What follows belongs to an exercise in optimizing a design on an open flow for small area, a short achievable clock period and few clock cycles per item; a production flow would make more cautious choices. Where RTL was checked, it was by simulation tests only, not by an equivalence proof against the original. Power figures rest on the tool's default switching activity, not on a simulated workload.

## le_fpu
module le_fpu (
    input  wire        clk,
    input  wire        rst,
    input  wire        in_valid,
    output wire        in_ready,
    input  wire [3:0]  in_fn,
    input  wire [31:0] in_a,
    input  wire [31:0] in_b,
    input  wire [31:0] in_c,
    output reg         out_valid,
    output reg  [31:0] out_result,
    output reg  [3:0]  out_flags
);
For scale: roughly 5000 cells after synthesis, ~410 flip-flops, roughly 42000 µm² of cells after synthesis.
Settings: LEC_CHECK=0, CAP_MARGIN=20, CORE_MARGIN=2, CORE_UTILIZATION=60, CTS_CLUSTER_DIAMETER=100, CTS_CLUSTER_SIZE=20, PLACE_DENSITY=0.7, SLEW_MARGIN=20; clock period 30.0 ns.
standard.sh (not shown) runs the stock make flow with config.mk's settings and CLKGATE_MAP_FILE= SYNTH_SCRIPT=/design/flow/synth_recipe.tcl, a recipe that flattens the netlist after the stock synthesis.
==> flow/flow/run.sh <==
#!/bin/bash
# Own layout flow: the standard layout (standard.sh, all steps unchanged) with one
# hook after global placement, flow/ports.tcl, which gives the port buffers that the
# standard flow inserts regular buffer cells (sky130_fd_sc_hd__buf_4 on outputs,
# sky130_fd_sc_hd__buf_1 on inputs) in place of the slow delay-buffer cell it picks
# by default. All output of the layout goes to
# standard.log here; ORFS's per-step logs stay under orfs/logs.
set -euo pipefail
W=$(pwd)
export POST_GLOBAL_PLACE_TCL="$W/flow/ports.tcl"
bash standard.sh finish > "$W/standard.log" 2>&1
==> flow/flow/ports.tcl <==
# Port buffers: the standard flow's flow inserts one buffer per input and output port (buffer_ports).
# Give them regular buffer cells instead of the slow delay-buffer cell picked by default:
# sky130_fd_sc_hd__buf_4 on the outputs (their paths set the clock period) and
# sky130_fd_sc_hd__buf_1 on the inputs (their paths have slack to spare).
set n_swapped 0
foreach inst [[ord::get_db_block] getInsts] {
  set name [$inst getName]
  if {[regexp {^(input|output)[0-9]+$} $name -> kind]} {
    set want [expr {$kind eq "output" ? "sky130_fd_sc_hd__buf_4" : "sky130_fd_sc_hd__buf_1"}]
    if {[[$inst getMaster] getName] ne $want} {
      replace_cell [get_cells $name] [get_lib_cells */$want]
      incr n_swapped
    }
  }
}
puts "ports.tcl: $n_swapped port buffers replaced"
Next try:
--- a/flow/design.v
+++ b/flow/design.v
@@ -12,21 +12,19 @@
     output reg  [3:0]  out_flags
 );
     localparam [31:0] QNAN = 32'h7FC0_0000;
     assign in_ready = 1'b1;
     reg        v0;
     reg [3:0]  fn0;
     reg [31:0] a0, b0, c0;
     reg        f_arith, f_add, y_is_b, f_fma, f_mul, f_cvt, f_i2f, f_f2i;
     reg        a_nz, b_nz, c_nz, a_ff, b_ff, c_ff;
-    reg [8:0]  sab;                          
     always @(posedge clk) begin
-        sab     <= {1'b0, in_a[30:23]} + {1'b0, in_b[30:23]};
         a_nz    <= |in_a[30:23];
         b_nz    <= |in_b[30:23];
         c_nz    <= |in_c[30:23];
         a_ff    <= &in_a[30:23];
         b_ff    <= &in_b[30:23];
         c_ff    <= &in_c[30:23];
         v0      <= in_valid & ~rst;
         fn0     <= in_fn;
         a0      <= in_a;
@@ -65,22 +63,22 @@
     wire        p_zero = x_zero | y_zero;
     wire        x_inf  = a_inf;
     wire        y_inf  = y_is_b & b_inf;
     wire        p_inf  = x_inf | y_inf;
     wire        z_inf  = f_add ? b_inf : (f_fma & c_inf);
     wire        any_nan  = a_nan | ((f_add | y_is_b) & b_nan) | (f_fma & c_nan);
     wire        any_snan = a_snan | ((f_add | y_is_b) & b_snan) | (f_fma & c_snan);
     wire        invalid  = (x_inf & y_zero) | (y_inf & x_zero) | (p_inf & z_inf & (sp ^ sz));
     wire signed [10:0] dd_add = $signed({3'd0, ea}) - $signed({3'd0, eb}) + 11'sd28;
-    wire signed [10:0] dd_fma = $signed({2'd0, sab}) - $signed({3'd0, ec}) - 11'sd99;
+    wire signed [10:0] dd_fma = $signed({3'd0, ea}) + $signed({3'd0, eb}) - $signed({3'd0, ec}) - 11'sd99;
     wire signed [10:0] dd28 = f_add ? dd_add : dd_fma;
     wire signed [10:0] ep29 = f_add ? $signed({3'd0, ea}) + 11'sd29
-                                    : $signed({2'd0, sab}) - 11'sd98;
+                                    : $signed({3'd0, ea}) + $signed({3'd0, eb}) - 11'sd98;
     wire        c_big = p_zero | (z_nz & dd28[10]);
     wire        f2i_sat = ~a_nan & (ea >= 8'd158) & ~(a0[31] & (ea == 8'd158) & ~a_fr);
     wire        f2i_go  = ~a_nan & ~f2i_sat & (ea >= 8'd127);
     wire [7:0]  sh_f2i  = 8'd187 - ea;
     wire [6:0]  sh   = f_f2i ? sh_f2i[6:0] : dd28[6:0];
     wire        far  = ~dd28[10] & (|dd28[9:7]);
     wire        kill = ~f_f2i & (c_big | far);
     wire [23:0] zm = f_arith ? (z_nz ? mz : 24'd0) : ((f_f2i & f2i_go) ? ma : 24'd0);
     wire [77:0] z_raw = {1'b0, zm, 53'd0} >> sh;
Outcome: The new run finished with timing, DRC and antenna clean; first-iteration DRC count came out higher by a little under a tenth; core utilization came out lower by 0.32 points; combinational power increases by roughly a tenth; setup slack degrades by 0.12 ns; area after synthesis falls slightly.
Testbench counts after the change, summed over its fixed seeds: cycles 16,024, items 16,000.
The RTL of the first run of this note was laid out without a check of its function.

========
== 12-07 ==
Another version of the RTL of le_fpu (not shown whole).
Size in the first run: ~140 I/O pins, roughly 42000 µm² of cells after synthesis.
==> module le_fpu_cadd, before the edit <==
module le_fpu_cadd #(
    parameter integer W = 54
) (
    input  wire [W-1:0] x,
    input  wire [W-1:0] y,
    output wire [W-1:0] s0,
    output wire [W-1:0] s1
);
    localparam integer L = $clog2(W);
    wire [W-1:0] g0 = x & y;
    wire [W-1:0] p0 = x ^ y;
    wire [W-1:0] g [0:L];
    wire [W-1:0] p [0:L];
    assign g[0] = g0;
    assign p[0] = p0;
    genvar l, i;
    generate
        for (l = 0; l < L; l = l + 1) begin : lv
            for (i = 0; i < W; i = i + 1) begin : bt
                if (((i >> l) % 2) == 1) begin : cmb
                    localparam integer J = ((i >> l) << l) - 1;
                    assign g[l+1][i] = g[l][i] | (p[l][i] & g[l][J]);
                    assign p[l+1][i] = p[l][i] & p[l][J];
                end else begin : pas
                    assign g[l+1][i] = g[l][i];
                    assign p[l+1][i] = p[l][i];
                end
            end
        end
    endgenerate
    wire [W-1:0] gg = g[L];
    wire [W-1:0] pg = p[L];
    assign s0 = p0 ^ {gg[W-2:0], 1'b0};
    assign s1 = p0 ^ {gg[W-2:0] | pg[W-2:0], 1'b1};
endmodule
Settings: LEC_CHECK=0, CAP_MARGIN=20, CORE_MARGIN=2, CORE_UTILIZATION=60, CTS_CLUSTER_DIAMETER=100, CTS_CLUSTER_SIZE=20, PLACE_DENSITY=0.7, SLEW_MARGIN=20; clock period 30.0 ns.
==> flow/flow/run.sh <==
#!/bin/bash
# Own layout flow: the standard layout (standard.sh, all steps unchanged) with one
# hook after global placement, flow/ports.tcl, which gives the port buffers that the
# standard flow inserts a regular buffer cell (sky130_fd_sc_hd__buf_4) in place of the
# slow delay-buffer cell it picks by default. All output of the layout goes to
# standard.log here; ORFS's per-step logs stay under orfs/logs.
set -euo pipefail
W=$(pwd)
export POST_GLOBAL_PLACE_TCL="$W/flow/ports.tcl"
bash standard.sh finish > "$W/standard.log" 2>&1
==> flow/flow/ports.tcl <==
# Port buffers: the standard flow's flow inserts one buffer per input and output port (buffer_ports).
# Give them a regular buffer cell instead of the slow delay-buffer cell picked by default.
set n_swapped 0
foreach inst [[ord::get_db_block] getInsts] {
  set name [$inst getName]
  if {[regexp {^(input|output)[0-9]+$} $name]} {
    set master [[$inst getMaster] getName]
    if {$master ne "sky130_fd_sc_hd__buf_4"} {
      replace_cell [get_cells $name] [get_lib_cells */sky130_fd_sc_hd__buf_4]
      incr n_swapped
    }
  }
}
puts "ports.tcl: $n_swapped port buffers set to sky130_fd_sc_hd__buf_4"
--- input diff 12-07..11-06 ---
--- a/flow/design.v
+++ b/flow/design.v
@@ -296,20 +296,20 @@
         out_valid  <= v1 & ~rst;
         out_result <= res;
         out_flags  <= {of, 1'b0, r_nv, r_sat};
     end
 endmodule
 module le_fpu_cadd #(
-    parameter integer W = 54
+    parameter integer W = 54,
+    parameter integer L = 6          
 ) (
     input  wire [W-1:0] x,
     input  wire [W-1:0] y,
     output wire [W-1:0] s0,
     output wire [W-1:0] s1
 );
-    localparam integer L = $clog2(W);
     wire [W-1:0] g0 = x & y;
     wire [W-1:0] p0 = x ^ y;
     wire [W-1:0] g [0:L];
     wire [W-1:0] p [0:L];
     assign g[0] = g0;
     assign p[0] = p0;
Results
- As far as area of all placed cells without fillers goes, 11-06 and 12-07 are indistinguishable; the numbers are identical.
- From 11-06 to 12-07, number of max-slew violations in the final report did not move at all.
- Total power: 12-07 vs 11-06 identical
- Wire length of the first global-routing pass came out exactly the same in 11-06 and 12-07.
- Re leakage power figure: no difference whatsoever between 12-07 and 11-06.
Testbench counts of 11-06, summed over its fixed seeds: cycles 16,024, items 16,000.
No functional check of the RTL was part of 12-07.

static timing again, ports no longer ideal:
The results above use ideal ports. As a check the final layouts listed here were re-extracted and re-timed, cells and wires unchanged. Step 1 sets driving cells, clkbuf_16 on the clock port and buf_2 on the other inputs (assumed; they add their load-dependent delay and slew). Step 2, shift: input delay + t, output delay - t, t = (earliest + latest rising clock arrival at the registers) / 2. This alone moves slack from input paths to output paths. Slacks: ideal ports / drivers / drivers and shift; pairs: ideal ports / drivers.
| run | t (ns) | setup slack, ns | worst setup path at the end |
|---|---|---|---|
| the first run of note 1 | 0.680 | 22.821 / 22.848 / 22.189 | input to register |
| the second run of note 1 | 0.656 | 22.697 / 22.697 / 22.697 | register to register |
| 12-07 | 0.674 | 22.932 / 22.858 / 23.262 | register to register |
| 11-06 | 0.674 | 22.932 / 22.858 / 23.262 | register to register |
After both steps setup and hold are still met in every run listed. For the first run of note 1, which loses most, drivers alone change the setup slack by +0.027 ns; drivers and shift together by -0.632 ns.
